Source: an optimization exercise on an open RTL-to-GDS flow (aim: small area, a short achievable clock period and few clock cycles per item). Production flows keep margins and buffers that such runs may drop. Function was checked by simulation only, so behaviour that the tests miss may differ from the original. Power is estimated from default activity; no workload was simulated.

==> flow/design.v (excerpt) <==
module kf_tss_check (
    input  wire         clk,
    input  wire         rst,
    input  wire         in_valid,
    output wire         in_ready,
    input  wire         in_seq_stopped,
    input  wire         in_pin_owned,
    input  wire [31:0]  in_period,
    input  wire [319:0] in_entry,
    output wire         out_valid,
    output wire [15:0]  out_status,
    output wire [3:0]   out_field
);
    assign in_ready = 1'b1;
    wire [31:0] off  [0:7];
    wire [15:0] slot [0:3];
    genvar g;
    generate
        for (g = 0; g < 8; g = g + 1) begin : g_off
            assign off[g] = in_entry[32*g +: 32];
        end
        for (g = 0; g < 4; g = g + 1) begin : g_slot
            assign slot[g] = in_entry[256 + 16*g +: 16];
        end
    endgenerate
    integer i, k;
    function ge32(input [31:0] a, input [31:0] b);
        reg [31:0] G, P;
        integer s, j;
        begin
            G = a & ~b;
            P = a | ~b;
            G[0] = P[0];
            for (s = 1; s < 32; s = s * 2)
  ...
For scale: about 1700 cells after synthesis, roughly 40 flip-flops, ~380 I/O pins, ~0.013 mm2 of cells after synthesis.
clock: 7.0 ns
lec_check: 0
cap_margin: 20
core_margin: 2
core_utilization: 40
place_density: 0.6
slew_margin: 20
run.sh (not shown) runs the stock make flow with config.mk's settings and CLKGATE_MAP_FILE= SYNTH_SCRIPT=/design/flow/synth_recipe.tcl, a recipe that flattens the netlist after the stock synthesis.
The starting point ran to the end with no violations.
Testbench counts at the start, summed over its fixed seeds: cycles 24,016, items 24,000.
Then changed:
SETUP_SLACK_MARGIN = 3.5   (was unset)
Combinational power increases by 21%.
Synthesized cell count does not change.
Core utilization increases by 8.1 points.
Worst hold slack is worse by 0.0062 ns.
Maximum frequency increases by 26%.
Clock-buffer cell count decreases by 1.
Worst setup slack is better by 1.0 ns.
Then changed:
==> flow/flow/run.sh (new file) <==
#!/bin/bash
# The standard layout (standard.sh), with the ports buffered by the smallest buffer
# (sky130_fd_sc_hd__buf_1) instead of the one buffer_ports picks by default.
set -euo pipefail
export BUFFER_PORTS_ARGS="-buffer_cell sky130_fd_sc_hd__buf_1"
bash standard.sh > standard.log 2>&1
==> flow/standard.sh (new file) <==
#!/bin/bash
# synth_recipe.tcl (not shown) runs the flow's synth.tcl, then flattens the netlist and writes it again
# the make line also repeats each setting of config.mk as NAME=value (left out here)
make -C /OpenROAD-flow-scripts/flow DESIGN_CONFIG=/design/flow/config.mk WORK_HOME=/design/flow/orfs CLKGATE_MAP_FILE= SYNTH_SCRIPT=/design/flow/synth_recipe.tcl "${@:-finish}"
SETUP_SLACK_MARGIN = unset   (was 3.5)
removed: flow/run.sh
Worst setup slack gets worse by 0.59 ns.
Power went down by 20%.
Register-to-register slack gets worse by 0.04 ns.
Final cell count goes down by 5.3%.
Clock skew stays flat.


kf_tss_check, a different RTL version from the one above (not shown whole).
Size in the first run: roughly 2300 cells after synthesis, ~380 I/O pins, roughly 17000 sq um of cells after synthesis.
clock: 7.0 ns
lec_check: 0
cap_margin: 20
core_margin: 2
core_utilization: 60
place_density: 0.7
setup_slack_margin: 4.2
slew_margin: 20
synth_hierarchical: 1
synth_minimum_keep_size: 0
standard.sh (not shown) runs the stock make flow with config.mk's settings and CLKGATE_MAP_FILE= SYNTH_SCRIPT=/design/flow/synth_recipe.tcl, a recipe that flattens the netlist after the stock synthesis.
==> flow/flow/run.sh <==
#!/bin/bash
# The standard layout (standard.sh), with the ports buffered by the smallest buffer
# (sky130_fd_sc_hd__buf_1) instead of the one buffer_ports picks by default.
set -euo pipefail
export BUFFER_PORTS_ARGS="-buffer_cell sky130_fd_sc_hd__buf_1"
bash standard.sh > standard.log 2>&1
Testbench counts at the start, summed over its fixed seeds: cycles 24,016, items 24,000.
Change:
CORE_UTILIZATION = 40   (was 60)
PLACE_DENSITY = 0.6   (was 0.7)
SETUP_SLACK_MARGIN = default   (was 4.2)
Cell area went up by 0.32%.
Clock-buffer cell count went up by 2.
Wire length went up by 9.4%.
Synthesized area is unchanged.
Fmax went down by 14%.
Hold slack is better by 3.1 ps.
Global-route usage went down by 9.6 points.
Cell count went up by 6.2%.
Synthesized cell count is unchanged.
Critical path depth is unchanged.


xenon:
Another version of the RTL of kf_tss_check (not shown whole).
For scale: about 2100 cells after synthesis, roughly 83 flip-flops, about 380 I/O pins, about 15000 sq um of cells after synthesis.
Settings: LEC_CHECK=0, CAP_MARGIN=20, CORE_MARGIN=2, CORE_UTILIZATION=60, CTS_BUF_LIST=sky130_fd_sc_hd__clkbuf_8, PLACE_DENSITY=0.62, SETUP_SLACK_MARGIN=4.6, SLEW_MARGIN=20, SYNTH_HIERARCHICAL=1, SYNTH_MINIMUM_KEEP_SIZE=0, TNS_END_PERCENT=5; clock period 7.0 ns.
==> flow/flow/run.sh <==
#!/bin/bash
# The standard layout (standard.sh), with the ports buffered by the smallest buffer
# (sky130_fd_sc_hd__buf_1) instead of the one buffer_ports picks by default, and the
# period bits' port buffers, which drive every period comparison, resized to
# sky130_fd_sc_hd__buf_4 after global placement (flow/upsize.tcl).
set -euo pipefail
export BUFFER_PORTS_ARGS="-buffer_cell sky130_fd_sc_hd__buf_1"
export POST_GLOBAL_PLACE_TCL="$(pwd)/flow/upsize.tcl"
bash standard.sh > standard.log 2>&1
==> flow/flow/upsize.tcl <==
# Drive the period bits, which fan out to every period comparison, with a stronger port
# buffer than the others.
set n 0
foreach port [get_ports {in_period[*]}] {
  set net [get_nets [get_full_name $port]]
  foreach pin [get_pins -of_objects $net] {
    set inst [get_cells -of_objects $pin]
    if { [get_property [get_lib_cells -of_objects $inst] name] eq "sky130_fd_sc_hd__buf_1" } {
      replace_cell $inst sky130_fd_sc_hd__buf_4
      incr n
    }
  }
}
puts "upsize.tcl: $n period port buffers resized to sky130_fd_sc_hd__buf_4"
Testbench counts of xenon, summed over its fixed seeds: cycles 24,016, items 24,000.
Input changes introduced in tundra (baseline for comparison: xenon):
- SETUP_SLACK_MARGIN changed from 4.6 to 4.4
- PLACE_DENSITY changed from 0.62 to 0.7
==> flow/flow/run.sh <==
#!/bin/bash
# The standard layout (standard.sh), with the ports buffered by the smallest buffer
# (sky130_fd_sc_hd__buf_1) instead of the one buffer_ports picks by default.
set -euo pipefail
export BUFFER_PORTS_ARGS="-buffer_cell sky130_fd_sc_hd__buf_1"
bash standard.sh > standard.log 2>&1
removed: flow/flow/upsize.tcl
[summary]
tundra against xenon: remaining global-route overflow flat; signed area change from the synthesized netlist to the final layout down 2.1 points; max-slew headroom at the worst pin down 16 points; post-layout total power down about 2.2%. tundra vs. xenon: met2 demand-to-capacity share in global routing went down by 1.8 points; share of cell area taken by flip-flops and latches went up by 0.17 points; clock share of power went down by 0.5 points. In tundra, the sequential share of power came out 0.4 points above the value in xenon. xenon -> tundra: source-to-sink clock delay at the later pin of the worst-skew pair flat.
Changes in quartz relative to tundra:
- changing SETUP_SLACK_MARGIN from 4.4 to 4.6
### Flow results
- quartz went all the way through synthesis, placement and routing and the layout is clean on timing, DRC and antenna.
- Compared with tundra, quartz ends up with more cell area.
- Summary of quartz over tundra: area of the multi-input gates up about 1%; routed wire length went up about 0.9%; final setup skew increased by 0.0040 ns relative to the old numbers; number of gates given a new drive strength after cts now sits higher.
--- input diff quartz..harbor ---
- swapping 0.7 for 0.55 in PLACE_DENSITY
Results
- harbor was carried through to the last stage, and its layout satisfied the timing, design-rule and antenna checks.
- Relative to quartz, met2 wire length increased by 160 microns in harbor.
- Per the comparison of harbor with quartz, worst setup slack went up 0.075 ns; clock period minus worst slack went down 0.075 ns.
- Max setup slack after placement across quartz and harbor: quartz
- quartz vs harbor, highest routed metal layer: met4 vs met5
- Going from quartz to harbor, total placed cells including tap cells stayed essentially flat; final-layout worst hold slack fell 0.0031 ns.
Modified inputs, raven compared to harbor
- CORE_UTILIZATION now 65, was 60
- PLACE_DENSITY now 0.7, was 0.55
==> notes.md <==
raven against harbor: share of power burned in combinational logic +0.8 points, number of standard-cell rows in the floorplan -about 5%.
When the final numbers for raven and harbor were put side by side, the detailed-router iteration count before antenna repair turned out to be smaller in harbor.
The number of nets in the final layout of raven and that of harbor are within noise of each other.

-- port drivers added, routing unchanged --
The flow's constraints put no driver on any port. The routed layouts listed below were extracted and timed again, unchanged, in two steps.
Step 1 (the two cells are an assumption about what drives the block):
set clk [get_ports {clk}]
set_driving_cell -lib_cell sky130_fd_sc_hd__clkbuf_16 $clk
set_driving_cell -lib_cell sky130_fd_sc_hd__buf_2 [delete_from_list [all_inputs] $clk]
Step 2 adds t to the input delays and takes it off the output delays; t is the mean of the earliest and latest rising clock arrival at the registers after step 1. Input paths then give back, and output paths get back, about the clock's delay inside the block.
Slacks: ideal ports / drivers / drivers and shift; pairs: ideal ports / drivers.
run | t (ns) | slack for setup (ns) | hold WS [ns] | worst setup path after step 2 | worst data-port slew with drivers (ns)
the first run of note 1 | 0.337 | 2.084 / 2.104 / 1.767 | 0.446 / 0.446 / 0.446 | input to register | 0.11
the second run of note 1 | 0.330 | 3.094 / 3.091 / 2.762 | 0.439 / 0.439 / 0.439 | input to register | 0.11
the third run of note 1 | 0.336 | 2.501 / 2.474 / 2.138 | 0.448 / 0.448 / 0.448 | input to register | 0.10
the first run of note 2 | 0.398 | 4.267 / 4.290 / 3.892 | 0.442 / 0.442 / 0.442 | input to register | 0.09
the second run of note 2 | 0.407 | 3.815 / 3.841 / 3.433 | 0.445 / 0.445 / 0.445 | input to register | 0.10
xenon | 0.429 | 4.535 / 4.537 / 4.108 | 0.465 / 0.465 / 0.465 | input to register | 0.08
tundra | 0.414 | 4.329 / 4.351 / 3.937 | 0.467 / 0.467 / 0.467 | input to register | 0.09
quartz | 0.418 | 4.483 / 4.493 / 4.075 | 0.466 / 0.466 / 0.466 | input to register | 0.08
harbor | 0.429 | 4.559 / 4.573 / 4.144 | 0.463 / 0.463 / 0.463 | input to register | 0.07
raven | 0.427 | 4.470 / 4.492 / 4.065 | 0.468 / 0.468 / 0.468 | input to register | 0.08
After both steps setup and hold are still met in every run listed. For xenon, which loses most, drivers alone change the setup slack by +0.002 ns; drivers and shift together by -0.427 ns.
